Context: an optimization exercise on an open-source flow, tuned for small area, a short achievable clock period and few clock cycles. The choices shown serve that exercise and are no tape-out recipe.
In this exercise RTL edits were held to simulation tests only and were not proved equivalent to the original.
Power figures rest on the tool's default switching activity, not on a simulated workload.

==> flow/design.v, too long to show whole: its modules and the start of the top module <==
// module red_reduce: 885 lines
module red_reduce (
    input  wire        clk,
    input  wire        rst,         
    input  wire        in_valid,
    output reg         in_ready,
    input  wire        in_first,    
    input  wire        in_last,     
    input  wire [7:0]  op,
    input  wire [23:0] p0,
    input  wire [23:0] p1,
    input  wire [23:0] a,
    input  wire        a_ok,
    input  wire [23:0] b,
    input  wire        b_ok,
    output reg         out_valid,
    output wire [23:0] r0,
    output wire [23:0] r1,
    output reg         r_ok,
    output reg         nsat,
    output reg         asat
);
  // ...
==> flow/flow/run.sh <==
#!/bin/bash
# Standard layout, with repair_timing aiming for extra setup slack so that the
# achieved period shrinks, and port buffers of an ordinary buffer cell; the
# constraints (SDC, clock period) are the design's.
set -euo pipefail
bash standard.sh "BUFFER_PORTS_ARGS=-buffer_cell sky130_fd_sc_hd__buf_2" SETUP_SLACK_MARGIN=9.75 finish > orfs_make.log 2>&1
==> flow/standard.sh <==
#!/bin/bash
# synth_recipe.tcl (not shown) runs the flow's synth.tcl, then flattens the netlist and writes it again
# the make line also repeats each setting of config.mk as NAME=value (left out here)
make -C /OpenROAD-flow-scripts/flow DESIGN_CONFIG=/design/flow/config.mk WORK_HOME=/design/flow/orfs CLKGATE_MAP_FILE= SYNTH_SCRIPT=/design/flow/synth_recipe.tcl "${@:-finish}"
==> flow/config.mk <==
export PLATFORM = sky130hd
export DESIGN_NAME = red_reduce
export DESIGN_NICKNAME = red_reduce
export VERILOG_FILES = /design/flow/design.v
export SDC_FILE = /design/flow/constraint.sdc
export NUM_CORES = 4
export LEC_CHECK = 0
export CAP_MARGIN = 10
export CORE_MARGIN = 2
export CORE_UTILIZATION = 40
export SLEW_MARGIN = 10
==> flow/constraint.sdc <==
create_clock -name core_clock -period 14.0 [get_ports {clk}]
set_input_delay 2.8000 -clock core_clock [delete_from_list [all_inputs] [get_ports {clk}]]
set_output_delay 2.8000 -clock core_clock [all_outputs]
set_load 0.01 [all_outputs]
==> reports/metrics.cfg, run 1 <==
[critical_path]
cp-endpoint=R[1]
cp.required_ns=14.52
slowest_delay_ns=0.43
crit_start=C[4]
reg2reg_to=R[1]
cp.depth=20

[placed_design]
placedCellCount=5787

[yosys]
ys.flop_type=dfxtp_1
synth-edff-count=168
synth_simple_gate_area_share_pct=14.23
yosysWarnings=1
syn_inst=4642
muxShareOfSynthArea_pct=1.435

[pwr]
p_leak_nw=18.20
pwr.group.clock_w=0.00153
p_switching_w=0.002500
p_comb_share_pct=45.5

[finish]
fin_cells=5969
n_all_buffers=281
nMultiInputCombCells=3422
ff_latch_area_um2=10810
clock_area_share_pct=4.382
design_area_um2=44540
final_nets=5234

[die]
design.portCount=164
die_area_um2=102800

[routing]
dr.pass1.iters=8
viasPerCell=5.640
top_layer_used=met5

[timing]
fin_crit_ns=4.248
finClkSkew_ns=0.04036

[outcome]
status=no timing/DRC/antenna violations

[grt]
globalRouteMet1Util_pct=31.89
top_usage_layer=met2

[clocking]
cts_resized=61
ctsHtreeMaxLevel=2
clock_path_buffers=3

[worst_hold_path]
whs_path_depth=0

Testbench counts, summed over its fixed seeds: cycles 42,289.
==> module red_reduce, before the edit <==
module red_reduce (
    input  wire        clk,
    input  wire        rst,         
    input  wire        in_valid,
    output reg         in_ready,
    input  wire        in_first,    
    input  wire        in_last,     
    input  wire [7:0]  op,
    input  wire [23:0] p0,
    input  wire [23:0] p1,
    input  wire [23:0] a,
    input  wire        a_ok,
    input  wire [23:0] b,
    input  wire        b_ok,
    output reg         out_valid,
    output wire [23:0] r0,
    output wire [23:0] r1,
    output reg         r_ok,
    output reg         nsat,
    output reg         asat
);
    localparam [2:0] K_SUM   = 3'd0;
    localparam [2:0] K_MEAN  = 3'd1;
    localparam [2:0] K_MIN   = 3'd2;
    localparam [2:0] K_MAX   = 3'd3;
    localparam [2:0] K_COUNT = 3'd4;
    localparam [2:0] K_RMS   = 3'd6;
    localparam [2:0] K_DOT   = 3'd7;
    wire take = in_valid && in_ready && !rst;
    reg  [2:0]  kind_v;
    reg  [4:0]  sh_v;
    reg  [10:0] mv_v;
    wire [2:0]  e_kind = in_first ? op[2:0] : kind_v;
    wire        e_dot  = (e_kind == K_DOT);
    wire        e_rms  = (e_kind == K_RMS);
    reg         v1, f1, l1, u1;
    reg         mm1, mx1;     
    reg  [23:0] a1;
    reg  [11:0] bo1, bt1, bn1;    
    wire        e_mul = e_dot || e_rms;
    wire        e_mm  = (e_kind == K_MIN) || (e_kind == K_MAX);
    wire        e_gm  = take && a_ok && (b_ok || !e_dot) && e_mul;
    wire [23:0] e_y   = e_rms ? a : b;
    reg  [11:0] e_bo, e_bt, e_bn;
    reg         e_m1;
    integer     i;
    always @(*) begin
        for (i = 0; i < 12; i = i + 1) begin
            e_m1    = (i == 0) ? 1'b0 : e_y[2*i-1];
            e_bn[i] = e_gm & e_y[2*i+1];
            e_bo[i] = e_gm ? (e_y[2*i] ^ e_m1) : (i == 0) && take && a_ok && !e_mul && !e_mm;
            e_bt[i] = e_gm & ((e_y[2*i+1] & ~e_y[2*i] & ~e_m1) | (~e_y[2*i+1] & e_y[2*i] & e_m1));
        end
    end
    always @(posedge clk) begin
        v1 <= take;
        if (take && in_first) begin
            kind_v <= op[2:0];
            sh_v   <= p0[4:0];
            mv_v   <= (op[2:0] == K_SUM || op[2:0] == K_DOT) ? p1[10:0] : p0[10:0];
        end
        f1  <= take && in_first;
        l1  <= in_last;
        u1  <= take && a_ok && (b_ok || !e_dot);
        mm1 <= e_mm;
        mx1 <= (e_kind == K_MAX);
        a1  <= a;
        bo1 <= e_bo;
        bt1 <= e_bt;
        bn1 <= e_bn;
    end
    reg  [311:0] bu;              
    reg  [11:0]  nb;              
    reg  [24:0]  mag;
    reg  [25:0]  pp;
    always @(*) begin
        for (i = 0; i < 12; i = i + 1) begin
            mag   = bo1[i] ? {a1[23], a1} : bt1[i] ? {a1, 1'b0} : 25'd0;
            pp    = bn1[i] ? ~{mag[24], mag} : {mag[24], mag};
            bu[26*i +: 26] = {~pp[25], pp[24:0]};
            nb[i] = bn1[i];
        end
    end
    wire dt1 = bu[16] ^ bu[40];
    wire dt2 = bu[16] & bu[40];
    wire dt3 = bu[17] ^ bu[41];
    wire dt4 = bu[17] & bu[41];
    wire dt5 = bu[18] ^ bu[42] ^ bu[66];
    wire dt6 = (bu[18] & bu[42]) | (bu[18] & bu[66]) | (bu[42] & bu[66]);
    wire dt7 = bu[90] ^ bu[114];
    wire dt8 = bu[90] & bu[114];
    wire dt9 = bu[19] ^ bu[43] ^ bu[67];
    wire dt10 = (bu[19] & bu[43]) | (bu[19] & bu[67]) | (bu[43] & bu[67]);
    wire dt11 = bu[91] ^ bu[115];
    wire dt12 = bu[91] & bu[115];
    wire dt13 = bu[20] ^ bu[44] ^ bu[68];
    wire dt14 = (bu[20] & bu[44]) | (bu[20] & bu[68]) | (bu[44] & bu[68]);
    wire dt15 = bu[92] ^ bu[116] ^ bu[140];
    wire dt16 = (bu[92] & bu[116]) | (bu[92] & bu[140]) | (bu[116] & bu[140]);
    wire dt17 = bu[164] ^ bu[188];
    wire dt18 = bu[164] & bu[188];
    wire dt19 = bu[21] ^ bu[45] ^ bu[69];
    wire dt20 = (bu[21] & bu[45]) | (bu[21] & bu[69]) | (bu[45] & bu[69]);
    wire dt21 = bu[93] ^ bu[117] ^ bu[141];
    wire dt22 = (bu[93] & bu[117]) | (bu[93] & bu[141]) | (bu[117] & bu[141]);
    wire dt23 = bu[165] ^ bu[189];
    wire dt24 = bu[165] & bu[189];
    wire dt25 = bu[22] ^ bu[46] ^ bu[70];
    wire dt26 = (bu[22] & bu[46]) | (bu[22] & bu[70]) | (bu[46] & bu[70]);
    wire dt27 = bu[94] ^ bu[118] ^ bu[142];
    wire dt28 = (bu[94] & bu[118]) | (bu[94] & bu[142]) | (bu[118] & bu[142]);
    wire dt29 = bu[166] ^ bu[190] ^ bu[214];
    wire dt30 = (bu[166] & bu[190]) | (bu[166] & bu[214]) | (bu[190] & bu[214]);
    wire dt31 = bu[238] ^ bu[262];
    wire dt32 = bu[238] & bu[262];
    wire dt33 = bu[23] ^ bu[47] ^ bu[71];
    wire dt34 = (bu[23] & bu[47]) | (bu[23] & bu[71]) | (bu[47] & bu[71]);
    wire dt35 = bu[95] ^ bu[119] ^ bu[143];
    wire dt36 = (bu[95] & bu[119]) | (bu[95] & bu[143]) | (bu[119] & bu[143]);
    wire dt37 = bu[167] ^ bu[191] ^ bu[215];
    wire dt38 = (bu[167] & bu[191]) | (bu[167] & bu[215]) | (bu[191] & bu[215]);
    wire dt39 = bu[239] ^ bu[263];
    wire dt40 = bu[239] & bu[263];
    wire dt41 = bu[24] ^ bu[48] ^ bu[72];
    wire dt42 = (bu[24] & bu[48]) | (bu[24] & bu[72]) | (bu[48] & bu[72]);
    wire dt43 = bu[96] ^ bu[120] ^ bu[144];
    wire dt44 = (bu[96] & bu[120]) | (bu[96] & bu[144]) | (bu[120] & bu[144]);
    wire dt45 = bu[168] ^ bu[192] ^ bu[216];
    wire dt46 = (bu[168] & bu[192]) | (bu[168] & bu[216]) | (bu[192] & bu[216]);
    wire dt47 = bu[240] ^ bu[264];
    wire dt48 = bu[240] & bu[264];
    wire dt49 = bu[25] ^ bu[49] ^ bu[73];
    wire dt50 = (bu[25] & bu[49]) | (bu[25] & bu[73]) | (bu[49] & bu[73]);
    wire dt51 = bu[97] ^ bu[121] ^ bu[145];
    wire dt52 = (bu[97] & bu[121]) | (bu[97] & bu[145]) | (bu[121] & bu[145]);
    wire dt53 = bu[169] ^ bu[193] ^ bu[217];
    wire dt54 = (bu[169] & bu[193]) | (bu[169] & bu[217]) | (bu[193] & bu[217]);
    wire dt55 = bu[241] ^ bu[265] ^ bu[289];
    wire dt56 = (bu[241] & bu[265]) | (bu[241] & bu[289]) | (bu[265] & bu[289]);
    wire dt57 = bu[50] ^ bu[74] ^ bu[98];
    wire dt58 = (bu[50] & bu[74]) | (bu[50] & bu[98]) | (bu[74] & bu[98]);
    wire dt59 = bu[122] ^ bu[146] ^ bu[170];
    wire dt60 = (bu[122] & bu[146]) | (bu[122] & bu[170]) | (bu[146] & bu[170]);
    wire dt61 = bu[194] ^ bu[218] ^ bu[242];
    wire dt62 = (bu[194] & bu[218]) | (bu[194] & bu[242]) | (bu[218] & bu[242]);
    wire dt63 = bu[266] ^ bu[290];
    wire dt64 = bu[266] & bu[290];
    wire dt65 = bu[51] ^ bu[75] ^ bu[99];
    wire dt66 = (bu[51] & bu[75]) | (bu[51] & bu[99]) | (bu[75] & bu[99]);
    wire dt67 = bu[123] ^ bu[147] ^ bu[171];
    wire dt68 = (bu[123] & bu[147]) | (bu[123] & bu[171]) | (bu[147] & bu[171]);
    wire dt69 = bu[195] ^ bu[219] ^ bu[243];
    wire dt70 = (bu[195] & bu[219]) | (bu[195] & bu[243]) | (bu[219] & bu[243]);
    wire dt71 = bu[76] ^ bu[100] ^ bu[124];
    wire dt72 = (bu[76] & bu[100]) | (bu[76] & bu[124]) | (bu[100] & bu[124]);
    wire dt73 = bu[148] ^ bu[172] ^ bu[196];
    wire dt74 = (bu[148] & bu[172]) | (bu[148] & bu[196]) | (bu[172] & bu[196]);
    wire dt75 = bu[220] ^ bu[244];
    wire dt76 = bu[220] & bu[244];
    wire dt77 = bu[77] ^ bu[101] ^ bu[125];
    wire dt78 = (bu[77] & bu[101]) | (bu[77] & bu[125]) | (bu[101] & bu[125]);
    wire dt79 = bu[149] ^ bu[173] ^ bu[197];
    wire dt80 = (bu[149] & bu[173]) | (bu[149] & bu[197]) | (bu[173] & bu[197]);
    wire dt81 = bu[102] ^ bu[126] ^ bu[150];
    wire dt82 = (bu[102] & bu[126]) | (bu[102] & bu[150]) | (bu[126] & bu[150]);
    wire dt83 = bu[174] ^ bu[198];
    wire dt84 = bu[174] & bu[198];
    wire dt85 = bu[103] ^ bu[127] ^ bu[151];
    wire dt86 = (bu[103] & bu[127]) | (bu[103] & bu[151]) | (bu[127] & bu[151]);
    wire dt87 = bu[128] ^ bu[152];
    wire dt88 = bu[128] & bu[152];
    wire dt89 = bu[10] ^ bu[34];
    wire dt90 = bu[10] & bu[34];
    wire dt91 = bu[11] ^ bu[35];
    wire dt92 = bu[11] & bu[35];
    wire dt93 = bu[12] ^ bu[36] ^ bu[60];
    wire dt94 = (bu[12] & bu[36]) | (bu[12] & bu[60]) | (bu[36] & bu[60]);
    wire dt95 = bu[84] ^ bu[108];
    wire dt96 = bu[84] & bu[108];
    wire dt97 = bu[13] ^ bu[37] ^ bu[61];
    wire dt98 = (bu[13] & bu[37]) | (bu[13] & bu[61]) | (bu[37] & bu[61]);
    wire dt99 = bu[85] ^ bu[109];
    wire dt100 = bu[85] & bu[109];
    wire dt101 = bu[14] ^ bu[38] ^ bu[62];
    wire dt102 = (bu[14] & bu[38]) | (bu[14] & bu[62]) | (bu[38] & bu[62]);
    wire dt103 = bu[86] ^ bu[110] ^ bu[134];
    wire dt104 = (bu[86] & bu[110]) | (bu[86] & bu[134]) | (bu[110] & bu[134]);
    wire dt105 = bu[158] ^ bu[182];
    wire dt106 = bu[158] & bu[182];
    wire dt107 = bu[15] ^ bu[39] ^ bu[63];
    wire dt108 = (bu[15] & bu[39]) | (bu[15] & bu[63]) | (bu[39] & bu[63]);
    wire dt109 = bu[87] ^ bu[111] ^ bu[135];
    wire dt110 = (bu[87] & bu[111]) | (bu[87] & bu[135]) | (bu[111] & bu[135]);
    wire dt111 = bu[159] ^ bu[183];
    wire dt112 = bu[159] & bu[183];
    wire dt113 = bu[64] ^ bu[88] ^ bu[112];
    wire dt114 = (bu[64] & bu[88]) | (bu[64] & bu[112]) | (bu[88] & bu[112]);
    wire dt115 = bu[136] ^ bu[160] ^ bu[184];
    wire dt116 = (bu[136] & bu[160]) | (bu[136] & bu[184]) | (bu[160] & bu[184]);
    wire dt117 = bu[208] ^ nb[8] ^ dt1;
    wire dt118 = (bu[208] & nb[8]) | (bu[208] & dt1) | (nb[8] & dt1);
    wire dt119 = bu[65] ^ bu[89] ^ bu[113];
    wire dt120 = (bu[65] & bu[89]) | (bu[65] & bu[113]) | (bu[89] & bu[113]);
    wire dt121 = bu[137] ^ bu[161] ^ bu[185];
    wire dt122 = (bu[137] & bu[161]) | (bu[137] & bu[185]) | (bu[161] & bu[185]);
    wire dt123 = bu[209] ^ dt3 ^ dt2;
    wire dt124 = (bu[209] & dt3) | (bu[209] & dt2) | (dt3 & dt2);
    wire dt125 = bu[138] ^ bu[162] ^ bu[186];
    wire dt126 = (bu[138] & bu[162]) | (bu[138] & bu[186]) | (bu[162] & bu[186]);
    wire dt127 = bu[210] ^ bu[234] ^ nb[9];
    wire dt128 = (bu[210] & bu[234]) | (bu[210] & nb[9]) | (bu[234] & nb[9]);
    wire dt129 = dt5 ^ dt7 ^ dt4;
    wire dt130 = (dt5 & dt7) | (dt5 & dt4) | (dt7 & dt4);
    wire dt131 = bu[139] ^ bu[163] ^ bu[187];
    wire dt132 = (bu[139] & bu[163]) | (bu[139] & bu[187]) | (bu[163] & bu[187]);
    wire dt133 = bu[211] ^ bu[235] ^ dt9;
    wire dt134 = (bu[211] & bu[235]) | (bu[211] & dt9) | (bu[235] & dt9);
    wire dt135 = dt11 ^ dt6 ^ dt8;
    wire dt136 = (dt11 & dt6) | (dt11 & dt8) | (dt6 & dt8);
    wire dt137 = bu[212] ^ bu[236] ^ bu[260];
    wire dt138 = (bu[212] & bu[236]) | (bu[212] & bu[260]) | (bu[236] & bu[260]);
    wire dt139 = nb[10] ^ dt13 ^ dt15;
    wire dt140 = (nb[10] & dt13) | (nb[10] & dt15) | (dt13 & dt15);
    wire dt141 = dt17 ^ dt10 ^ dt12;
    wire dt142 = (dt17 & dt10) | (dt17 & dt12) | (dt10 & dt12);
    wire dt143 = bu[213] ^ bu[237] ^ bu[261];
    wire dt144 = (bu[213] & bu[237]) | (bu[213] & bu[261]) | (bu[237] & bu[261]);
    wire dt145 = dt19 ^ dt21 ^ dt23;
    wire dt146 = (dt19 & dt21) | (dt19 & dt23) | (dt21 & dt23);
    wire dt147 = dt14 ^ dt16 ^ dt18;
    wire dt148 = (dt14 & dt16) | (dt14 & dt18) | (dt16 & dt18);
    wire dt149 = bu[286] ^ nb[11] ^ dt25;
    wire dt150 = (bu[286] & nb[11]) | (bu[286] & dt25) | (nb[11] & dt25);
    wire dt151 = dt27 ^ dt29 ^ dt31;
    wire dt152 = (dt27 & dt29) | (dt27 & dt31) | (dt29 & dt31);
    wire dt153 = dt20 ^ dt22 ^ dt24;
    wire dt154 = (dt20 & dt22) | (dt20 & dt24) | (dt22 & dt24);
    wire dt155 = bu[287] ^ dt33 ^ dt35;
    wire dt156 = (bu[287] & dt33) | (bu[287] & dt35) | (dt33 & dt35);
    wire dt157 = dt37 ^ dt39 ^ dt26;
    wire dt158 = (dt37 & dt39) | (dt37 & dt26) | (dt39 & dt26);
    wire dt159 = dt28 ^ dt30 ^ dt32;
    wire dt160 = (dt28 & dt30) | (dt28 & dt32) | (dt30 & dt32);
    wire dt161 = bu[288] ^ dt41 ^ dt43;
    wire dt162 = (bu[288] & dt41) | (bu[288] & dt43) | (dt41 & dt43);
    wire dt163 = dt45 ^ dt47 ^ dt34;
    wire dt164 = (dt45 & dt47) | (dt45 & dt34) | (dt47 & dt34);
    wire dt165 = dt36 ^ dt38 ^ dt40;
    wire dt166 = (dt36 & dt38) | (dt36 & dt40) | (dt38 & dt40);
    wire dt167 = 1'b1 ^ dt49 ^ dt51;
    wire dt168 = (1'b1 & dt49) | (1'b1 & dt51) | (dt49 & dt51);
    wire dt169 = dt53 ^ dt55 ^ dt42;
    wire dt170 = (dt53 & dt55) | (dt53 & dt42) | (dt55 & dt42);
    wire dt171 = dt44 ^ dt46 ^ dt48;
    wire dt172 = (dt44 & dt46) | (dt44 & dt48) | (dt46 & dt48);
    wire dt173 = 1'b1 ^ dt57 ^ dt59;
    wire dt174 = (1'b1 & dt57) | (1'b1 & dt59) | (dt57 & dt59);
    wire dt175 = dt61 ^ dt63 ^ dt50;
    wire dt176 = (dt61 & dt63) | (dt61 & dt50) | (dt63 & dt50);
    wire dt177 = dt52 ^ dt54 ^ dt56;
    wire dt178 = (dt52 & dt54) | (dt52 & dt56) | (dt54 & dt56);
    wire dt179 = bu[267] ^ bu[291] ^ dt65;
    wire dt180 = (bu[267] & bu[291]) | (bu[267] & dt65) | (bu[291] & dt65);
    wire dt181 = dt67 ^ dt69 ^ dt58;
    wire dt182 = (dt67 & dt69) | (dt67 & dt58) | (dt69 & dt58);
    wire dt183 = dt60 ^ dt62 ^ dt64;
    wire dt184 = (dt60 & dt62) | (dt60 & dt64) | (dt62 & dt64);
    wire dt185 = bu[268] ^ bu[292] ^ 1'b1;
    wire dt186 = (bu[268] & bu[292]) | (bu[268] & 1'b1) | (bu[292] & 1'b1);
    wire dt187 = dt71 ^ dt73 ^ dt75;
    wire dt188 = (dt71 & dt73) | (dt71 & dt75) | (dt73 & dt75);
    wire dt189 = dt66 ^ dt68 ^ dt70;
    wire dt190 = (dt66 & dt68) | (dt66 & dt70) | (dt68 & dt70);
    wire dt191 = bu[221] ^ bu[245] ^ bu[269];
    wire dt192 = (bu[221] & bu[245]) | (bu[221] & bu[269]) | (bu[245] & bu[269]);
    wire dt193 = bu[293] ^ dt77 ^ dt79;
    wire dt194 = (bu[293] & dt77) | (bu[293] & dt79) | (dt77 & dt79);
    wire dt195 = dt72 ^ dt74 ^ dt76;
    wire dt196 = (dt72 & dt74) | (dt72 & dt76) | (dt74 & dt76);
    wire dt197 = bu[222] ^ bu[246] ^ bu[270];
    wire dt198 = (bu[222] & bu[246]) | (bu[222] & bu[270]) | (bu[246] & bu[270]);
    wire dt199 = bu[294] ^ 1'b1 ^ dt81;
    wire dt200 = (bu[294] & 1'b1) | (bu[294] & dt81) | (1'b1 & dt81);
    wire dt201 = dt83 ^ dt78 ^ dt80;
    wire dt202 = (dt83 & dt78) | (dt83 & dt80) | (dt78 & dt80);
    wire dt203 = bu[175] ^ bu[199] ^ bu[223];
    wire dt204 = (bu[175] & bu[199]) | (bu[175] & bu[223]) | (bu[199] & bu[223]);
    wire dt205 = bu[247] ^ bu[271] ^ bu[295];
    wire dt206 = (bu[247] & bu[271]) | (bu[247] & bu[295]) | (bu[271] & bu[295]);
    wire dt207 = dt85 ^ dt82 ^ dt84;
    wire dt208 = (dt85 & dt82) | (dt85 & dt84) | (dt82 & dt84);
    wire dt209 = bu[176] ^ bu[200] ^ bu[224];
    wire dt210 = (bu[176] & bu[200]) | (bu[176] & bu[224]) | (bu[200] & bu[224]);
    wire dt211 = bu[248] ^ bu[272] ^ bu[296];
    wire dt212 = (bu[248] & bu[272]) | (bu[248] & bu[296]) | (bu[272] & bu[296]);
    wire dt213 = 1'b1 ^ dt87 ^ dt86;
    wire dt214 = (1'b1 & dt87) | (1'b1 & dt86) | (dt87 & dt86);
    wire dt215 = bu[129] ^ bu[153] ^ bu[177];
    wire dt216 = (bu[129] & bu[153]) | (bu[129] & bu[177]) | (bu[153] & bu[177]);
    wire dt217 = bu[201] ^ bu[225] ^ bu[249];
    wire dt218 = (bu[201] & bu[225]) | (bu[201] & bu[249]) | (bu[225] & bu[249]);
    wire dt219 = bu[273] ^ bu[297] ^ dt88;
    wire dt220 = (bu[273] & bu[297]) | (bu[273] & dt88) | (bu[297] & dt88);
    wire dt221 = bu[154] ^ bu[178] ^ bu[202];
    wire dt222 = (bu[154] & bu[178]) | (bu[154] & bu[202]) | (bu[178] & bu[202]);
    wire dt223 = bu[226] ^ bu[250] ^ bu[274];
    wire dt224 = (bu[226] & bu[250]) | (bu[226] & bu[274]) | (bu[250] & bu[274]);
    wire dt225 = bu[298] ^ 1'b1;
    wire dt226 = bu[298] & 1'b1;
    wire dt227 = bu[155] ^ bu[179] ^ bu[203];
    wire dt228 = (bu[155] & bu[179]) | (bu[155] & bu[203]) | (bu[179] & bu[203]);
    wire dt229 = bu[227] ^ bu[251] ^ bu[275];
    wire dt230 = (bu[227] & bu[251]) | (bu[227] & bu[275]) | (bu[251] & bu[275]);
    wire dt231 = bu[180] ^ bu[204] ^ bu[228];
    wire dt232 = (bu[180] & bu[204]) | (bu[180] & bu[228]) | (bu[204] & bu[228]);
    wire dt233 = bu[252] ^ bu[276];
    wire dt234 = bu[252] & bu[276];
    wire dt235 = bu[181] ^ bu[205] ^ bu[229];
    wire dt236 = (bu[181] & bu[205]) | (bu[181] & bu[229]) | (bu[205] & bu[229]);
    wire dt237 = bu[206] ^ bu[230];
    wire dt238 = bu[206] & bu[230];
    wire dt239 = bu[6] ^ bu[30];
    wire dt240 = bu[6] & bu[30];
    wire dt241 = bu[7] ^ bu[31];
    wire dt242 = bu[7] & bu[31];
    wire dt243 = bu[8] ^ bu[32] ^ bu[56];
    wire dt244 = (bu[8] & bu[32]) | (bu[8] & bu[56]) | (bu[32] & bu[56]);
    wire dt245 = bu[80] ^ bu[104];
    wire dt246 = bu[80] & bu[104];
    wire dt247 = bu[9] ^ bu[33] ^ bu[57];
    wire dt248 = (bu[9] & bu[33]) | (bu[9] & bu[57]) | (bu[33] & bu[57]);
    wire dt249 = bu[81] ^ bu[105];
    wire dt250 = bu[81] & bu[105];
    wire dt251 = bu[58] ^ bu[82] ^ bu[106];
    wire dt252 = (bu[58] & bu[82]) | (bu[58] & bu[106]) | (bu[82] & bu[106]);
    wire dt253 = bu[130] ^ nb[5] ^ dt89;
    wire dt254 = (bu[130] & nb[5]) | (bu[130] & dt89) | (nb[5] & dt89);
    wire dt255 = bu[59] ^ bu[83] ^ bu[107];
    wire dt256 = (bu[59] & bu[83]) | (bu[59] & bu[107]) | (bu[83] & bu[107]);
    wire dt257 = bu[131] ^ dt91 ^ dt90;
    wire dt258 = (bu[131] & dt91) | (bu[131] & dt90) | (dt91 & dt90);
    wire dt259 = bu[132] ^ bu[156] ^ nb[6];
    wire dt260 = (bu[132] & bu[156]) | (bu[132] & nb[6]) | (bu[156] & nb[6]);
    wire dt261 = dt93 ^ dt95 ^ dt92;
    wire dt262 = (dt93 & dt95) | (dt93 & dt92) | (dt95 & dt92);
    wire dt263 = bu[133] ^ bu[157] ^ dt97;
    wire dt264 = (bu[133] & bu[157]) | (bu[133] & dt97) | (bu[157] & dt97);
    wire dt265 = dt99 ^ dt94 ^ dt96;
    wire dt266 = (dt99 & dt94) | (dt99 & dt96) | (dt94 & dt96);
    wire dt267 = nb[7] ^ dt101 ^ dt103;
    wire dt268 = (nb[7] & dt101) | (nb[7] & dt103) | (dt101 & dt103);
    wire dt269 = dt105 ^ dt98 ^ dt100;
    wire dt270 = (dt105 & dt98) | (dt105 & dt100) | (dt98 & dt100);
    wire dt271 = dt107 ^ dt109 ^ dt111;
    wire dt272 = (dt107 & dt109) | (dt107 & dt111) | (dt109 & dt111);
    wire dt273 = dt102 ^ dt104 ^ dt106;
    wire dt274 = (dt102 & dt104) | (dt102 & dt106) | (dt104 & dt106);
    wire dt275 = dt113 ^ dt115 ^ dt117;
    wire dt276 = (dt113 & dt115) | (dt113 & dt117) | (dt115 & dt117);
    wire dt277 = dt108 ^ dt110 ^ dt112;
    wire dt278 = (dt108 & dt110) | (dt108 & dt112) | (dt110 & dt112);
    wire dt279 = dt119 ^ dt121 ^ dt123;
    wire dt280 = (dt119 & dt121) | (dt119 & dt123) | (dt121 & dt123);
    wire dt281 = dt114 ^ dt116 ^ dt118;
    wire dt282 = (dt114 & dt116) | (dt114 & dt118) | (dt116 & dt118);
    wire dt283 = dt125 ^ dt127 ^ dt129;
    wire dt284 = (dt125 & dt127) | (dt125 & dt129) | (dt127 & dt129);
    wire dt285 = dt120 ^ dt122 ^ dt124;
    wire dt286 = (dt120 & dt122) | (dt120 & dt124) | (dt122 & dt124);
    wire dt287 = dt131 ^ dt133 ^ dt135;
    wire dt288 = (dt131 & dt133) | (dt131 & dt135) | (dt133 & dt135);
    wire dt289 = dt126 ^ dt128 ^ dt130;
    wire dt290 = (dt126 & dt128) | (dt126 & dt130) | (dt128 & dt130);
    wire dt291 = dt137 ^ dt139 ^ dt141;
    wire dt292 = (dt137 & dt139) | (dt137 & dt141) | (dt139 & dt141);
    wire dt293 = dt132 ^ dt134 ^ dt136;
    wire dt294 = (dt132 & dt134) | (dt132 & dt136) | (dt134 & dt136);
    wire dt295 = dt143 ^ dt145 ^ dt147;
    wire dt296 = (dt143 & dt145) | (dt143 & dt147) | (dt145 & dt147);
    wire dt297 = dt138 ^ dt140 ^ dt142;
    wire dt298 = (dt138 & dt140) | (dt138 & dt142) | (dt140 & dt142);
    wire dt299 = dt149 ^ dt151 ^ dt153;
    wire dt300 = (dt149 & dt151) | (dt149 & dt153) | (dt151 & dt153);
    wire dt301 = dt144 ^ dt146 ^ dt148;
    wire dt302 = (dt144 & dt146) | (dt144 & dt148) | (dt146 & dt148);
    wire dt303 = dt155 ^ dt157 ^ dt159;
    wire dt304 = (dt155 & dt157) | (dt155 & dt159) | (dt157 & dt159);
    wire dt305 = dt150 ^ dt152 ^ dt154;
    wire dt306 = (dt150 & dt152) | (dt150 & dt154) | (dt152 & dt154);
    wire dt307 = dt161 ^ dt163 ^ dt165;
    wire dt308 = (dt161 & dt163) | (dt161 & dt165) | (dt163 & dt165);
    wire dt309 = dt156 ^ dt158 ^ dt160;
    wire dt310 = (dt156 & dt158) | (dt156 & dt160) | (dt158 & dt160);
    wire dt311 = dt167 ^ dt169 ^ dt171;
    wire dt312 = (dt167 & dt169) | (dt167 & dt171) | (dt169 & dt171);
    wire dt313 = dt162 ^ dt164 ^ dt166;
    wire dt314 = (dt162 & dt164) | (dt162 & dt166) | (dt164 & dt166);
    wire dt315 = dt173 ^ dt175 ^ dt177;
    wire dt316 = (dt173 & dt175) | (dt173 & dt177) | (dt175 & dt177);
    wire dt317 = dt168 ^ dt170 ^ dt172;
    wire dt318 = (dt168 & dt170) | (dt168 & dt172) | (dt170 & dt172);
    wire dt319 = dt179 ^ dt181 ^ dt183;
    wire dt320 = (dt179 & dt181) | (dt179 & dt183) | (dt181 & dt183);
    wire dt321 = dt174 ^ dt176 ^ dt178;
    wire dt322 = (dt174 & dt176) | (dt174 & dt178) | (dt176 & dt178);
    wire dt323 = dt185 ^ dt187 ^ dt189;
    wire dt324 = (dt185 & dt187) | (dt185 & dt189) | (dt187 & dt189);
    wire dt325 = dt180 ^ dt182 ^ dt184;
    wire dt326 = (dt180 & dt182) | (dt180 & dt184) | (dt182 & dt184);
    wire dt327 = dt191 ^ dt193 ^ dt195;
    wire dt328 = (dt191 & dt193) | (dt191 & dt195) | (dt193 & dt195);
    wire dt329 = dt186 ^ dt188 ^ dt190;
    wire dt330 = (dt186 & dt188) | (dt186 & dt190) | (dt188 & dt190);
    wire dt331 = dt197 ^ dt199 ^ dt201;
    wire dt332 = (dt197 & dt199) | (dt197 & dt201) | (dt199 & dt201);
    wire dt333 = dt192 ^ dt194 ^ dt196;
    wire dt334 = (dt192 & dt194) | (dt192 & dt196) | (dt194 & dt196);
    wire dt335 = dt203 ^ dt205 ^ dt207;
    wire dt336 = (dt203 & dt205) | (dt203 & dt207) | (dt205 & dt207);
    wire dt337 = dt198 ^ dt200 ^ dt202;
    wire dt338 = (dt198 & dt200) | (dt198 & dt202) | (dt200 & dt202);
    wire dt339 = dt209 ^ dt211 ^ dt213;
    wire dt340 = (dt209 & dt211) | (dt209 & dt213) | (dt211 & dt213);
    wire dt341 = dt204 ^ dt206 ^ dt208;
    wire dt342 = (dt204 & dt206) | (dt204 & dt208) | (dt206 & dt208);
    wire dt343 = dt215 ^ dt217 ^ dt219;
    wire dt344 = (dt215 & dt217) | (dt215 & dt219) | (dt217 & dt219);
    wire dt345 = dt210 ^ dt212 ^ dt214;
    wire dt346 = (dt210 & dt212) | (dt210 & dt214) | (dt212 & dt214);
    wire dt347 = dt221 ^ dt223 ^ dt225;
    wire dt348 = (dt221 & dt223) | (dt221 & dt225) | (dt223 & dt225);
    wire dt349 = dt216 ^ dt218 ^ dt220;
    wire dt350 = (dt216 & dt218) | (dt216 & dt220) | (dt218 & dt220);
    wire dt351 = bu[299] ^ dt227 ^ dt229;
    wire dt352 = (bu[299] & dt227) | (bu[299] & dt229) | (dt227 & dt229);
    wire dt353 = dt222 ^ dt224 ^ dt226;
    wire dt354 = (dt222 & dt224) | (dt222 & dt226) | (dt224 & dt226);
    wire dt355 = bu[300] ^ 1'b1 ^ dt231;
    wire dt356 = (bu[300] & 1'b1) | (bu[300] & dt231) | (1'b1 & dt231);
    wire dt357 = dt233 ^ dt228 ^ dt230;
    wire dt358 = (dt233 & dt228) | (dt233 & dt230) | (dt228 & dt230);
    wire dt359 = bu[253] ^ bu[277] ^ bu[301];
    wire dt360 = (bu[253] & bu[277]) | (bu[253] & bu[301]) | (bu[277] & bu[301]);
    wire dt361 = dt235 ^ dt232 ^ dt234;
    wire dt362 = (dt235 & dt232) | (dt235 & dt234) | (dt232 & dt234);
    wire dt363 = bu[254] ^ bu[278] ^ bu[302];
    wire dt364 = (bu[254] & bu[278]) | (bu[254] & bu[302]) | (bu[278] & bu[302]);
    wire dt365 = 1'b1 ^ dt237 ^ dt236;
    wire dt366 = (1'b1 & dt237) | (1'b1 & dt236) | (dt237 & dt236);
    wire dt367 = bu[207] ^ bu[231] ^ bu[255];
    wire dt368 = (bu[207] & bu[231]) | (bu[207] & bu[255]) | (bu[231] & bu[255]);
    wire dt369 = bu[279] ^ bu[303] ^ dt238;
    wire dt370 = (bu[279] & bu[303]) | (bu[279] & dt238) | (bu[303] & dt238);
    wire dt371 = bu[232] ^ bu[256] ^ bu[280];
    wire dt372 = (bu[232] & bu[256]) | (bu[232] & bu[280]) | (bu[256] & bu[280]);
    wire dt373 = bu[304] ^ 1'b1;
    wire dt374 = bu[304] & 1'b1;
    wire dt375 = bu[233] ^ bu[257] ^ bu[281];
    wire dt376 = (bu[233] & bu[257]) | (bu[233] & bu[281]) | (bu[257] & bu[281]);
    wire dt377 = bu[258] ^ bu[282];
    wire dt378 = bu[258] & bu[282];
    wire dt379 = bu[4] ^ bu[28];
    wire dt380 = bu[4] & bu[28];
    wire dt381 = bu[5] ^ bu[29];
    wire dt382 = bu[5] & bu[29];
    wire dt383 = bu[54] ^ bu[78] ^ nb[3];
    wire dt384 = (bu[54] & bu[78]) | (bu[54] & nb[3]) | (bu[78] & nb[3]);
    wire dt385 = bu[55] ^ bu[79] ^ dt241;
    wire dt386 = (bu[55] & bu[79]) | (bu[55] & dt241) | (bu[79] & dt241);
    wire dt387 = nb[4] ^ dt243 ^ dt245;
    wire dt388 = (nb[4] & dt243) | (nb[4] & dt245) | (dt243 & dt245);
    wire dt389 = dt247 ^ dt249 ^ dt244;
    wire dt390 = (dt247 & dt249) | (dt247 & dt244) | (dt249 & dt244);
    wire dt391 = dt251 ^ dt253 ^ dt248;
    wire dt392 = (dt251 & dt253) | (dt251 & dt248) | (dt253 & dt248);
    wire dt393 = dt255 ^ dt257 ^ dt252;
    wire dt394 = (dt255 & dt257) | (dt255 & dt252) | (dt257 & dt252);
    wire dt395 = dt259 ^ dt261 ^ dt256;
    wire dt396 = (dt259 & dt261) | (dt259 & dt256) | (dt261 & dt256);
    wire dt397 = dt263 ^ dt265 ^ dt260;
    wire dt398 = (dt263 & dt265) | (dt263 & dt260) | (dt265 & dt260);
    wire dt399 = dt267 ^ dt269 ^ dt264;
    wire dt400 = (dt267 & dt269) | (dt267 & dt264) | (dt269 & dt264);
    wire dt401 = dt271 ^ dt273 ^ dt268;
    wire dt402 = (dt271 & dt273) | (dt271 & dt268) | (dt273 & dt268);
    wire dt403 = dt275 ^ dt277 ^ dt272;
    wire dt404 = (dt275 & dt277) | (dt275 & dt272) | (dt277 & dt272);
    wire dt405 = dt279 ^ dt281 ^ dt276;
    wire dt406 = (dt279 & dt281) | (dt279 & dt276) | (dt281 & dt276);
    wire dt407 = dt283 ^ dt285 ^ dt280;
    wire dt408 = (dt283 & dt285) | (dt283 & dt280) | (dt285 & dt280);
    wire dt409 = dt287 ^ dt289 ^ dt284;
    wire dt410 = (dt287 & dt289) | (dt287 & dt284) | (dt289 & dt284);
    wire dt411 = dt291 ^ dt293 ^ dt288;
    wire dt412 = (dt291 & dt293) | (dt291 & dt288) | (dt293 & dt288);
    wire dt413 = dt295 ^ dt297 ^ dt292;
    wire dt414 = (dt295 & dt297) | (dt295 & dt292) | (dt297 & dt292);
    wire dt415 = dt299 ^ dt301 ^ dt296;
    wire dt416 = (dt299 & dt301) | (dt299 & dt296) | (dt301 & dt296);
    wire dt417 = dt303 ^ dt305 ^ dt300;
    wire dt418 = (dt303 & dt305) | (dt303 & dt300) | (dt305 & dt300);
    wire dt419 = dt307 ^ dt309 ^ dt304;
    wire dt420 = (dt307 & dt309) | (dt307 & dt304) | (dt309 & dt304);
    wire dt421 = dt311 ^ dt313 ^ dt308;
    wire dt422 = (dt311 & dt313) | (dt311 & dt308) | (dt313 & dt308);
    wire dt423 = dt315 ^ dt317 ^ dt312;
    wire dt424 = (dt315 & dt317) | (dt315 & dt312) | (dt317 & dt312);
    wire dt425 = dt319 ^ dt321 ^ dt316;
    wire dt426 = (dt319 & dt321) | (dt319 & dt316) | (dt321 & dt316);
    wire dt427 = dt323 ^ dt325 ^ dt320;
    wire dt428 = (dt323 & dt325) | (dt323 & dt320) | (dt325 & dt320);
    wire dt429 = dt327 ^ dt329 ^ dt324;
    wire dt430 = (dt327 & dt329) | (dt327 & dt324) | (dt329 & dt324);
    wire dt431 = dt331 ^ dt333 ^ dt328;
    wire dt432 = (dt331 & dt333) | (dt331 & dt328) | (dt333 & dt328);
    wire dt433 = dt335 ^ dt337 ^ dt332;
    wire dt434 = (dt335 & dt337) | (dt335 & dt332) | (dt337 & dt332);
    wire dt435 = dt339 ^ dt341 ^ dt336;
    wire dt436 = (dt339 & dt341) | (dt339 & dt336) | (dt341 & dt336);
    wire dt437 = dt343 ^ dt345 ^ dt340;
    wire dt438 = (dt343 & dt345) | (dt343 & dt340) | (dt345 & dt340);
    wire dt439 = dt347 ^ dt349 ^ dt344;
    wire dt440 = (dt347 & dt349) | (dt347 & dt344) | (dt349 & dt344);
    wire dt441 = dt351 ^ dt353 ^ dt348;
    wire dt442 = (dt351 & dt353) | (dt351 & dt348) | (dt353 & dt348);
    wire dt443 = dt355 ^ dt357 ^ dt352;
    wire dt444 = (dt355 & dt357) | (dt355 & dt352) | (dt357 & dt352);
    wire dt445 = dt359 ^ dt361 ^ dt356;
    wire dt446 = (dt359 & dt361) | (dt359 & dt356) | (dt361 & dt356);
    wire dt447 = dt363 ^ dt365 ^ dt360;
    wire dt448 = (dt363 & dt365) | (dt363 & dt360) | (dt365 & dt360);
    wire dt449 = dt367 ^ dt369 ^ dt364;
    wire dt450 = (dt367 & dt369) | (dt367 & dt364) | (dt369 & dt364);
    wire dt451 = dt371 ^ dt373 ^ dt368;
    wire dt452 = (dt371 & dt373) | (dt371 & dt368) | (dt373 & dt368);
    wire dt453 = bu[305] ^ dt375 ^ dt372;
    wire dt454 = (bu[305] & dt375) | (bu[305] & dt372) | (dt375 & dt372);
    wire dt455 = bu[306] ^ 1'b1 ^ dt377;
    wire dt456 = (bu[306] & 1'b1) | (bu[306] & dt377) | (1'b1 & dt377);
    wire dt457 = bu[259] ^ bu[283] ^ bu[307];
    wire dt458 = (bu[259] & bu[283]) | (bu[259] & bu[307]) | (bu[283] & bu[307]);
    wire dt459 = bu[284] ^ bu[308];
    wire dt460 = bu[284] & bu[308];
    wire dt461 = bu[2] ^ bu[26];
    wire dt462 = bu[2] & bu[26];
    wire dt463 = bu[3] ^ bu[27];
    wire dt464 = bu[3] & bu[27];
    wire dt465 = bu[52] ^ nb[2] ^ dt379;
    wire dt466 = (bu[52] & nb[2]) | (bu[52] & dt379) | (nb[2] & dt379);
    wire dt467 = bu[53] ^ dt381 ^ dt380;
    wire dt468 = (bu[53] & dt381) | (bu[53] & dt380) | (dt381 & dt380);
    wire dt469 = dt239 ^ dt383 ^ dt382;
    wire dt470 = (dt239 & dt383) | (dt239 & dt382) | (dt383 & dt382);
    wire dt471 = dt240 ^ dt385 ^ dt384;
    wire dt472 = (dt240 & dt385) | (dt240 & dt384) | (dt385 & dt384);
    wire dt473 = dt242 ^ dt387 ^ dt386;
    wire dt474 = (dt242 & dt387) | (dt242 & dt386) | (dt387 & dt386);
    wire dt475 = dt246 ^ dt389 ^ dt388;
    wire dt476 = (dt246 & dt389) | (dt246 & dt388) | (dt389 & dt388);
    wire dt477 = dt250 ^ dt391 ^ dt390;
    wire dt478 = (dt250 & dt391) | (dt250 & dt390) | (dt391 & dt390);
    wire dt479 = dt254 ^ dt393 ^ dt392;
    wire dt480 = (dt254 & dt393) | (dt254 & dt392) | (dt393 & dt392);
    wire dt481 = dt258 ^ dt395 ^ dt394;
    wire dt482 = (dt258 & dt395) | (dt258 & dt394) | (dt395 & dt394);
    wire dt483 = dt262 ^ dt397 ^ dt396;
    wire dt484 = (dt262 & dt397) | (dt262 & dt396) | (dt397 & dt396);
    wire dt485 = dt266 ^ dt399 ^ dt398;
    wire dt486 = (dt266 & dt399) | (dt266 & dt398) | (dt399 & dt398);
    wire dt487 = dt270 ^ dt401 ^ dt400;
    wire dt488 = (dt270 & dt401) | (dt270 & dt400) | (dt401 & dt400);
    wire dt489 = dt274 ^ dt403 ^ dt402;
    wire dt490 = (dt274 & dt403) | (dt274 & dt402) | (dt403 & dt402);
    wire dt491 = dt278 ^ dt405 ^ dt404;
    wire dt492 = (dt278 & dt405) | (dt278 & dt404) | (dt405 & dt404);
    wire dt493 = dt282 ^ dt407 ^ dt406;
    wire dt494 = (dt282 & dt407) | (dt282 & dt406) | (dt407 & dt406);
    wire dt495 = dt286 ^ dt409 ^ dt408;
    wire dt496 = (dt286 & dt409) | (dt286 & dt408) | (dt409 & dt408);
    wire dt497 = dt290 ^ dt411 ^ dt410;
    wire dt498 = (dt290 & dt411) | (dt290 & dt410) | (dt411 & dt410);
    wire dt499 = dt294 ^ dt413 ^ dt412;
    wire dt500 = (dt294 & dt413) | (dt294 & dt412) | (dt413 & dt412);
    wire dt501 = dt298 ^ dt415 ^ dt414;
    wire dt502 = (dt298 & dt415) | (dt298 & dt414) | (dt415 & dt414);
    wire dt503 = dt302 ^ dt417 ^ dt416;
    wire dt504 = (dt302 & dt417) | (dt302 & dt416) | (dt417 & dt416);
    wire dt505 = dt306 ^ dt419 ^ dt418;
    wire dt506 = (dt306 & dt419) | (dt306 & dt418) | (dt419 & dt418);
    wire dt507 = dt310 ^ dt421 ^ dt420;
    wire dt508 = (dt310 & dt421) | (dt310 & dt420) | (dt421 & dt420);
    wire dt509 = dt314 ^ dt423 ^ dt422;
    wire dt510 = (dt314 & dt423) | (dt314 & dt422) | (dt423 & dt422);
    wire dt511 = dt318 ^ dt425 ^ dt424;
    wire dt512 = (dt318 & dt425) | (dt318 & dt424) | (dt425 & dt424);
    wire dt513 = dt322 ^ dt427 ^ dt426;
    wire dt514 = (dt322 & dt427) | (dt322 & dt426) | (dt427 & dt426);
    wire dt515 = dt326 ^ dt429 ^ dt428;
    wire dt516 = (dt326 & dt429) | (dt326 & dt428) | (dt429 & dt428);
    wire dt517 = dt330 ^ dt431 ^ dt430;
    wire dt518 = (dt330 & dt431) | (dt330 & dt430) | (dt431 & dt430);
    wire dt519 = dt334 ^ dt433 ^ dt432;
    wire dt520 = (dt334 & dt433) | (dt334 & dt432) | (dt433 & dt432);
    wire dt521 = dt338 ^ dt435 ^ dt434;
    wire dt522 = (dt338 & dt435) | (dt338 & dt434) | (dt435 & dt434);
    wire dt523 = dt342 ^ dt437 ^ dt436;
    wire dt524 = (dt342 & dt437) | (dt342 & dt436) | (dt437 & dt436);
    wire dt525 = dt346 ^ dt439 ^ dt438;
    wire dt526 = (dt346 & dt439) | (dt346 & dt438) | (dt439 & dt438);
    wire dt527 = dt350 ^ dt441 ^ dt440;
    wire dt528 = (dt350 & dt441) | (dt350 & dt440) | (dt441 & dt440);
    wire dt529 = dt354 ^ dt443 ^ dt442;
    wire dt530 = (dt354 & dt443) | (dt354 & dt442) | (dt443 & dt442);
    wire dt531 = dt358 ^ dt445 ^ dt444;
    wire dt532 = (dt358 & dt445) | (dt358 & dt444) | (dt445 & dt444);
    wire dt533 = dt362 ^ dt447 ^ dt446;
    wire dt534 = (dt362 & dt447) | (dt362 & dt446) | (dt447 & dt446);
    wire dt535 = dt366 ^ dt449 ^ dt448;
    wire dt536 = (dt366 & dt449) | (dt366 & dt448) | (dt449 & dt448);
    wire dt537 = dt370 ^ dt451 ^ dt450;
    wire dt538 = (dt370 & dt451) | (dt370 & dt450) | (dt451 & dt450);
    wire dt539 = dt374 ^ dt453 ^ dt452;
    wire dt540 = (dt374 & dt453) | (dt374 & dt452) | (dt453 & dt452);
    wire dt541 = dt376 ^ dt455 ^ dt454;
    wire dt542 = (dt376 & dt455) | (dt376 & dt454) | (dt455 & dt454);
    wire dt543 = dt378 ^ dt457 ^ dt456;
    wire dt544 = (dt378 & dt457) | (dt378 & dt456) | (dt457 & dt456);
    wire dt545 = 1'b1 ^ dt459 ^ dt458;
    wire dt546 = (1'b1 & dt459) | (1'b1 & dt458) | (dt459 & dt458);
    wire dt547 = bu[285] ^ bu[309] ^ dt460;
    wire dt548 = (bu[285] & bu[309]) | (bu[285] & dt460) | (bu[309] & dt460);
    wire dt549 = bu[310] ^ 1'b1;
    wire dt550 = bu[310] & 1'b1;
    wire [57:0] mt_s = {1'b1, 1'b1, 1'b1, 1'b1, 1'b1, 1'b1, 1'b1, 1'b1, 1'b1, 1'b1, bu[311], dt549, dt547, dt545, dt543, dt541, dt539, dt537, dt535, dt533, dt531, dt529, dt527, dt525, dt523, dt521, dt519, dt517, dt515, dt513, dt511, dt509, dt507, dt505, dt503, dt501, dt499, dt497, dt495, dt493, dt491, dt489, dt487, dt485, dt483, dt481, dt479, dt477, dt475, dt473, dt471, dt469, dt467, dt465, dt463, nb[1], bu[1], bu[0]};
    wire [57:0] mt_c = {1'b0, 1'b0, 1'b0, 1'b0, 1'b0, 1'b0, 1'b0, 1'b0, 1'b0, 1'b0, dt550, dt548, dt546, dt544, dt542, dt540, dt538, dt536, dt534, dt532, dt530, dt528, dt526, dt524, dt522, dt520, dt518, dt516, dt514, dt512, dt510, dt508, dt506, dt504, dt502, dt500, dt498, dt496, dt494, dt492, dt490, dt488, dt486, dt484, dt482, dt480, dt478, dt476, dt474, dt472, dt470, dt468, dt466, dt464, dt462, dt461, 1'b0, nb[0]};
    reg         v2, f2, l2, u2, mm2, mx2;
    reg  [57:0] ps, pc;           
    reg  [23:0] am;               
    always @(posedge clk) begin
        v2  <= v1 && !rst;
        f2  <= f1;
        l2  <= l1;
        u2  <= u1;
        mm2 <= mm1;
        mx2 <= mx1;
        ps  <= mt_s;
        pc  <= mt_c;
        am  <= a1;
    end
    reg  signed [57:0] acc;       
    reg  [10:0] cnt;              
    reg  [9:0]  idx;              
    reg  [2:0]  ka;
    reg  [4:0]  sha;
    reg  [10:0] mva;
    reg         full;             
    wire [10:0] cnt_base = f2 ? 11'd0 : cnt;
    wire [9:0]  idx_base = f2 ? 10'd0 : idx;
    wire [57:0] acc_base = f2 ? 58'd0 : acc;
    wire signed [23:0] pa   = am;
    wire signed [23:0] best = acc[23:0];
    wire        better = mx2 ? (pa > best) : (pa < best);
    wire [57:0] acc_sum = acc_base + ps + pc;
    always @(posedge clk) begin
        idx <= idx_base + {9'd0, v2};
        cnt <= cnt_base + {10'd0, u2};
        if (f2) begin
            ka  <= kind_v;
            sha <= sh_v;
            mva <= mv_v;
        end
        if (mm2 && u2 && (cnt_base == 11'd0 || better))
            acc <= {24'd0, idx_base, pa};
        else
            acc <= acc_sum;
    end
    localparam [2:0] P_RUP  = 3'd0;    
    localparam [2:0] P_SHR  = 3'd1;    
    localparam [2:0] P_DIV  = 3'd2;
    localparam [2:0] P_RND  = 3'd3;    
    localparam [2:0] P_SQL  = 3'd4;    
    localparam [2:0] P_ROOT = 3'd5;
    localparam [2:0] P_NRW  = 3'd6;    
    localparam [2:0] P_OUT  = 3'd7;
    reg  [2:0]  ph;
    reg  [2:0]  fk;               
    reg  [47:0] W;                
    reg  [9:0]  R;                
    reg  [10:0] C;                
    reg  [25:0] X;                
    reg  [23:0] Y;                
    reg  [4:0]  fi;               
    reg         sq_en;            
    reg         neg;              
    reg  [6:0]  frem;             
    reg  [1:0]  pend;             
    assign r0 = W[23:0];
    assign r1 = {14'd0, W[33:24]};
    wire cap = full && (frem <= 7'd1);
    wire        minv_met = cnt >= ((mva == 11'd0) ? 11'd1 : mva);
    wire        acc_ovf  = !((&acc[57:47]) || !(|acc[57:47]));
    wire [47:0] acc_sat  = acc_ovf ? (acc[57] ? 48'h8000_0000_0000 : 48'h7FFF_FFFF_FFFF) : acc[47:0];
    wire [33:0] acc_abs  = acc[33:0] ^ {34{acc[57]}};
    wire [4:0]  nshift   = {2'd0, sha[4:2]} + {3'd0, sha[1:0]};    
    reg  [6:0]  F_cyc;
    always @(*) begin
        F_cyc = 7'd1;
        if (minv_met || ka == K_COUNT)
            case (ka)
                K_SUM, K_DOT: F_cyc = {2'd0, nshift} + 7'd2;
                K_MEAN:       F_cyc = 7'd15;
                K_RMS:        F_cyc = 7'd28;
                default:      F_cyc = 7'd1;
            endcase
    end
    reg  [9:0]  dv_r;
    reg  [47:0] dv_w;
    reg  [10:0] dv_t;
    reg  [11:0] dv_d;
    integer     j;
    always @(*) begin
        dv_r = R;
        dv_w = W;
        for (j = 0; j < 2; j = j + 1) begin
            dv_t = {dv_r, dv_w[47]};
            dv_d = {1'b0, dv_t} - {1'b0, C};
            dv_w = {dv_w[46:0], !dv_d[11]};
            dv_r = dv_d[11] ? dv_t[9:0] : dv_d[9:0];
        end
    end
    wire [12:0] rnd_d  = {2'b0, R, neg} + {12'd0, neg} - {2'b0, C} - {12'd0, !W[0]};
    wire        div_up = !rnd_d[12];
    wire        sq_ru = (ph == P_RUP);
    wire [27:0] sq_t = {X, sq_ru ? 2'b00 : W[1:0]};
    wire [28:0] sq_d = {1'b0, sq_t} - {3'd0, Y, sq_ru ? {2{!sq_en}} : 2'b01};
    wire [25:0] sq_r = sq_d[28] ? sq_t[25:0] : sq_d[25:0];
    wire [23:0] sq_y = {Y[22:0], !sq_d[28]};
    wire        rt_up = !sq_d[28];
    wire        sh4    = X[4:2] != 3'd0;
    wire [47:0] shr_w  = sh4 ? {{4{W[47]}}, W[47:4]} : {W[47], W[47:1]};
    wire        shr_g  = sh4 ? W[3] : W[0];
    wire        shr_s  = X[6] | X[5] | (sh4 ? (|W[2:0]) : 1'b0);
    wire [4:0]  shr_c  = X[4:0] - (sh4 ? 5'd4 : 5'd1);
    wire        n_rnd  = X[5] && (X[6] || W[0]);
    wire        q_in   = (&W[47:23]) || !(|W[47:23]);
    wire        n_hi   = !W[47] && (!q_in || (n_rnd && (&W[22:0])));
    wire        n_lo   = W[47] && !q_in && !(n_rnd && (&W[47:24]) && !W[23] && (&W[22:0]));
    reg  [23:0] inc_a;
    reg         inc_b;
    always @(*) begin
        case (ph)
            P_RND:   begin
                inc_a = neg ? ~W[23:0] : W[23:0];
                inc_b = neg ? !sq_en : sq_en;
            end
            P_ROOT:  begin inc_a = Y;        inc_b = neg; end
            default: begin inc_a = W[23:0];  inc_b = n_rnd; end
        endcase
    end
    wire [24:0] inc = {1'b0, inc_a} + {24'd0, inc_b};
    wire [1:0] pend_n = pend + {1'b0, take && in_last} - {1'b0, cap};
    reg  [6:0] frem_n;
    always @(*) begin
        if (cap)              frem_n = F_cyc;
        else if (frem != 0)   frem_n = frem - 7'd1;
        else                  frem_n = 7'd0;
    end
    always @(posedge clk) begin
        if (rst) begin
            full      <= 1'b0;
            pend      <= 2'd0;
            frem      <= 7'd0;
            ph        <= P_OUT;
            out_valid <= 1'b0;
            in_ready  <= 1'b1;
        end else begin
            pend      <= pend_n;
            frem      <= frem_n;
            in_ready  <= !((pend_n >= 2'd2) || (pend_n == 2'd1 && frem_n > 7'd3) ||
                           (take && in_first && in_last));
            out_valid <= (frem_n == 7'd1);
            if (v2 && l2)
                full <= 1'b1;
            else if (cap)
                full <= 1'b0;
            if (cap)
                ph <= (ka == K_COUNT || !minv_met) ? P_OUT :
                      (ka == K_SUM || ka == K_DOT) ? ((sha == 5'd0) ? P_NRW : P_SHR) :
                      (ka == K_MEAN || ka == K_RMS) ? P_DIV : P_OUT;
            else
                case (ph)
                    P_SHR:  if (shr_c == 5'd0) ph <= P_NRW;
                    P_DIV:  if (fi == 5'd0) ph <= P_SQL;
                    P_SQL:  ph <= (fk == K_MEAN) ? P_RND : P_RUP;
                    P_RUP:  ph <= P_ROOT;
                    P_NRW, P_RND, P_ROOT: ph <= P_OUT;
                    default: ;
                endcase
        end
    end
    always @(posedge clk) begin
        if (cap) begin
            fk    <= ka;
            sq_en <= 1'b0;
            r_ok  <= 1'b0;
            nsat  <= 1'b0;
            asat  <= 1'b0;
            W     <= 48'd0;
            if (ka == K_COUNT) begin
                W    <= {37'd0, cnt};
                r_ok <= 1'b1;
            end else if (minv_met) begin
                case (ka)
                    K_MIN, K_MAX: begin
                        W    <= {14'd0, acc[33:0]};
                        r_ok <= 1'b1;
                    end
                    K_SUM, K_DOT: begin
                        W    <= acc_sat;
                        asat <= acc_ovf;
                        X    <= {19'd0, 2'b00, sha};
                    end
                    K_MEAN: begin
                        neg  <= acc[57];
                        W    <= {acc_abs[23:0], 24'd0};
                        R    <= acc_abs[33:24];
                        C    <= cnt;
                        fi   <= 5'd11;
                    end
                    default: begin    
                        neg  <= 1'b0;
                        W    <= acc[47:0];
                        R    <= acc[57:48];
                        C    <= cnt;
                        X    <= 26'd0;
                        Y    <= 24'd0;
                        fi   <= 5'd23;
                    end
                endcase
            end
        end else begin
            case (ph)
                P_SHR: begin
                    W <= shr_w;
                    X <= {19'd0, shr_s, shr_g, shr_c};
                end
                P_NRW: begin
                    r_ok <= 1'b1;
                    nsat <= n_hi || n_lo;
                    W    <= {24'd0, n_hi ? 24'h7FFFFF : n_lo ? 24'h800000 : inc[23:0]};
                end
                P_DIV: begin
                    W     <= dv_w;
                    R     <= dv_r;
                    fi    <= fi - 5'd1;
                    sq_en <= 1'b1;
                    if (sq_en) begin
                        X <= sq_r;
                        Y <= sq_y;
                    end
                end
                P_SQL: begin
                    X     <= sq_r;
                    Y     <= sq_y;
                    sq_en <= div_up;
                end
                P_RND: begin
                    r_ok <= 1'b1;
                    W    <= {24'd0, inc[23:0]};
                end
                P_RUP: neg <= rt_up;
                P_ROOT: begin
                    r_ok <= 1'b1;
                    if (inc[24] || inc[23]) begin
                        W    <= {24'd0, 24'h7FFFFF};
                        nsat <= 1'b1;
                    end else begin
                        W    <= {24'd0, inc[23:0]};
                    end
                end
                default: ;
            endcase
        end
    end
endmodule
==> run 2: changes to the inputs <==
--- a/flow/design.v
+++ b/flow/design.v
@@ -689,2 +689,3 @@
     reg  [10:0] C;                
+    reg  [11:0] C3;               
     reg  [25:0] X;                
@@ -715,17 +716,10 @@
     end
-    reg  [9:0]  dv_r;
-    reg  [47:0] dv_w;
-    reg  [10:0] dv_t;
-    reg  [11:0] dv_d;
-    integer     j;
-    always @(*) begin
-        dv_r = R;
-        dv_w = W;
-        for (j = 0; j < 2; j = j + 1) begin
-            dv_t = {dv_r, dv_w[47]};
-            dv_d = {1'b0, dv_t} - {1'b0, C};
-            dv_w = {dv_w[46:0], !dv_d[11]};
-            dv_r = dv_d[11] ? dv_t[9:0] : dv_d[9:0];
-        end
-    end
+    wire [11:0] dv_t  = {R, W[47:46]};
+    wire [12:0] dv_d1 = {1'b0, dv_t} - {2'b0, C};
+    wire [12:0] dv_d2 = {1'b0, dv_t} - {1'b0, C, 1'b0};
+    wire [12:0] dv_d3 = {1'b0, dv_t} - {1'b0, C3};
+    wire [1:0]  dv_q  = !dv_d3[12] ? 2'd3 : !dv_d2[12] ? 2'd2 : !dv_d1[12] ? 2'd1 : 2'd0;
+    wire [9:0]  dv_r  = !dv_d3[12] ? dv_d3[9:0] : !dv_d2[12] ? dv_d2[9:0] :
+                        !dv_d1[12] ? dv_d1[9:0] : dv_t[9:0];
+    wire [47:0] dv_w  = {W[45:0], dv_q};
     wire [12:0] rnd_d  = {2'b0, R, neg} + {12'd0, neg} - {2'b0, C} - {12'd0, !W[0]};
@@ -827,2 +821,3 @@
                         C    <= cnt;
+                        C3   <= {1'b0, cnt} + {cnt, 1'b0};
                         fi   <= 5'd11;
@@ -834,2 +829,3 @@
                         C    <= cnt;
+                        C3   <= {1'b0, cnt} + {cnt, 1'b0};
                         X    <= 26'd0;
--- a/flow/config.mk
+++ b/flow/config.mk
@@ -7,5 +7,6 @@
 export LEC_CHECK = 0
-export CAP_MARGIN = 10
+export CAP_MARGIN = 20
 export CORE_MARGIN = 2
 export CORE_UTILIZATION = 40
-export SLEW_MARGIN = 10
+export CTS_BUF_LIST = sky130_fd_sc_hd__clkbuf_4 sky130_fd_sc_hd__clkbuf_8
+export SLEW_MARGIN = 20
==> reports/metrics.cfg, run 2 <==
[outcome]
status=no timing/DRC/antenna violations

[die]
initial_core_util_pct=40.17
design.portCount=164  ; unchanged
die_area_um2=104500  ; +1.6%
rows=117
fp.dieH_um=323.2
die_x_um=323.2
coreArea_um2=101400

[yosys]
synth-edff-count=179  ; +6.5%
synth_top_cell_area_share_pct=14.05
synth_top_area_cell=dfxtp_1
post-synth-top-count-cell=nand2_1
synthArstFlopShare_pct=0
synthTopCellsByCount=nand2_1 (579), inv_1 (421), o21ai_0 (352)
ys_types=91
syn_inst=4710  ; +1.5%
ys_top_cells_by_area=dfxtp_1 (14%), fa_1 (14%), edfxtp_1 (13%), ha_1 (7.6%), nand2_1 (5.3%)
ys.flop_type=dfxtp_1
yosysWarnings=1  ; unchanged
yosysSeqAreaShare_pct=27.24
synth-seq-cells=465
netlist_area_um2=40760
avgSynthCellArea_um2=8.653

[worst_hold_path]
whs_path_depth=0  ; unchanged
min_path_type=flip-flop to flip-flop
whs_endpoint=mm2
min_from=mm1

[critical_path]
crit_path_cell_trace=buf_2
cp_top_family=flip-flops
timing.rr.start=bo1[2]
reg2reg_to=ps[24]
cp.depth=1  ; -95%
cp.arrival_ns=1.45
cpMaxStageDelayCell=edfxtp_1
cp_max_fo=2
r2r_cells=13
worstSetupPathType=flip-flop to output port
slowest_delay_ns=0.52  ; +0.09 ns
r2r_setup_slack_ns=9.89
crit_buf_inv=1
start_kind=flip-flop
crit_path_end_kind=output port
cp.required_ns=11.20  ; -3.32 ns

[placed_design]
io_buffers=118
dp_hpwl_um=88340
gp_congestion=0.9142

[clocking]
cts_buffers=86
cts_tree=done
cts.reportedPaths.clkPinSlew_ns=0.06
ctsHtreeMaxLevel=3  ; +1
cts_hold_buf=0
clk_latency_ns=0.74
clock_path_buffers=3  ; unchanged
root_buffer=clkbuf_8
clock_sinks=465

[grt]
grt_pass1_vias=32810
grt_overflow=0
grt_pass1_wl_um=195900
antenna_found_initial=7
groute.usage.overall_pct=24.06
grt_max_degree=66

[finish]
final_cell_mix=nand2_1 (579), inv_1 (420), o21ai_0 (345)
regMostFlops=acc
reg_top3=acc: 58 flops, W: 48 flops
largest_reg_flops=58
final_common_cell=nand2_1
final_nets=5365  ; +2.5%
drive_above_1_share_pct=10.97
final_core_utilization_pct=44.35
area_growth_pct=10.39

[routing]
antenna_left=0
drt_iter0_drc=3185
viasPerCell=5.526  ; -2.0%
routedWlPerCell_um=20.63
drc=0
dr.pass1.iters=7  ; -1
drt-total-wl_um=127400
vias=34110

[timing]
hold_viol=0
max_clock_freq_mhz=235.2
worst_pin_slew_ns=1.068
setup-violations-final=0
finClkSkew_ns=0.06554  ; +0.02518 ns
slew_violations=0
period_share_pct=30.37
fin_tns_setup_ns=0
rsz0062_at_grt=true
max_slew_margin_pct=28.55
fin_crit_ns=4.252  ; +0.003710 ns
hold-worst-slack_ns=0.3208

[pwr]
max-vdd-ir-drop_uv=92.49
p_leak_nw=18.43  ; +1.3%
p_per_area_nw_per_um2=140.4
finalPower_w=0.006319

[job]
max_cap_violations=0

==> run 2: worst max-delay path by stage <==
stage | end | slack [ns] | from
floorplan | acc[51] | 9.76 | f2
global placement | acc[57] | 8.87 | f2
detailed placement | acc[57] | 8.83 | f2
CTS | r0[1] | 9.69 | W[1]
global route | r0[1] | 9.69 | W[1]
finish | r0[1] | 9.75 | W[1]
==> run 2: metal layers <==
metal,vias to the layer above,global-route usage (%),wire length [um]
li1,16100,-,-
met1,16310,32.78,55510
met2,1398,38.14,57510
met3,306,3.901,9411
met4,2,9.457,4907
met5,-,0,12
==> run 2: repair_timing <==
| action | CTS | global route |
|---|---|---|
| gates cloned | 1 | 4 |
| pin swaps | 1 | 3 |
| setup buffers | 33 | 23 |
| hold endpoints to repair | 0 | 0 |
| resized for setup | 32 | 44 |
| endpoints found under the setup margin | 115 | 72 |
==> run 2: metrics by stage <==
step                      instances  setup slack, ns  area [um2]
after floorplan                4723            9.758       40820
after global placement         5948            8.868       42240
after detailed placement       5948            8.828       42240
after CTS                      6143            9.689       44590
after global routing           6172            9.693       44990
final                          6173            9.748       44990
==> run 2: area by class of cell <==
| type | count | area [um2] |
|---|---|---|
| fill | 9998 | 56460 |
| multi-input combinational | 3489 | 26740 |
| sequential | 465 | 11130 |
| timing repair buffer | 264 | 1851 |
| tap | 1368 | 1712 |
| clock buffer | 130 | 1639 |
| inverter | 422 | 1588 |
| clock inverter | 31 | 324.1 |
| antenna | 3 | 7.507 |
| timing repair inverter | 1 | 5.005 |
==> run 2: where the power goes <==
group          internal [W]  switching (W)
logic               0.00116        0.00173
registers           0.00166       0.000281
clock network      0.000848       0.000634
==> run 2: kinds of logic (layout without fill, tap and decap cells) <==
group / Yosys count / after routing / synth area share [%]
AOI/OAI and AO/OA: 1158 / 1158 / 17.95
adders and majority gates: 525 / 525 / 21.26
other: 1 / 17 / 0.009201
DFF: 465 / 465 / 27.24
muxes: 36 / 36 / 0.9302
and+or+nand+nor: 1277 / 1278 / 14.65
buffers and inverters: 770 / 848 / 7.699
xor gates and xnor gates: 478 / 478 / 10.27
Testbench counts of run 2, summed over its fixed seeds: cycles 42,289.

==> afterwards: timing with drivers on the ports <==
The results above use ideal ports. As a check the final layouts listed here were re-extracted and re-timed, cells and wires unchanged.
Step 1: set_driving_cell puts a clkbuf_16 on clk and a buf_2 on each other input, an assumption about the parent block.
Step 2 also shifts input and output timing later by t, the mid clock arrival at the registers, as if the neighbouring blocks saw the same clock.
a / b / c = no drivers / after step 1 / after step 2; a / b = the first two.
run | shift t [ns] | setup WS [ns] | worst setup path after step 2 | worst register clock-pin slew, ns | worst data-port slew with drivers (ns)
run 1 | 0.701 | 9.752 / 9.732 / 9.229 | input to register | 0.07 / 0.07 | 0.11
run 2 | 0.770 | 9.748 / 9.681 / 9.370 | input to register | 0.07 / 0.07 | 0.03
After both steps setup and hold are still met in every run listed. The setup slack of run 1, which loses most, moves by -0.020 ns with the drivers and by -0.523 ns with both steps.
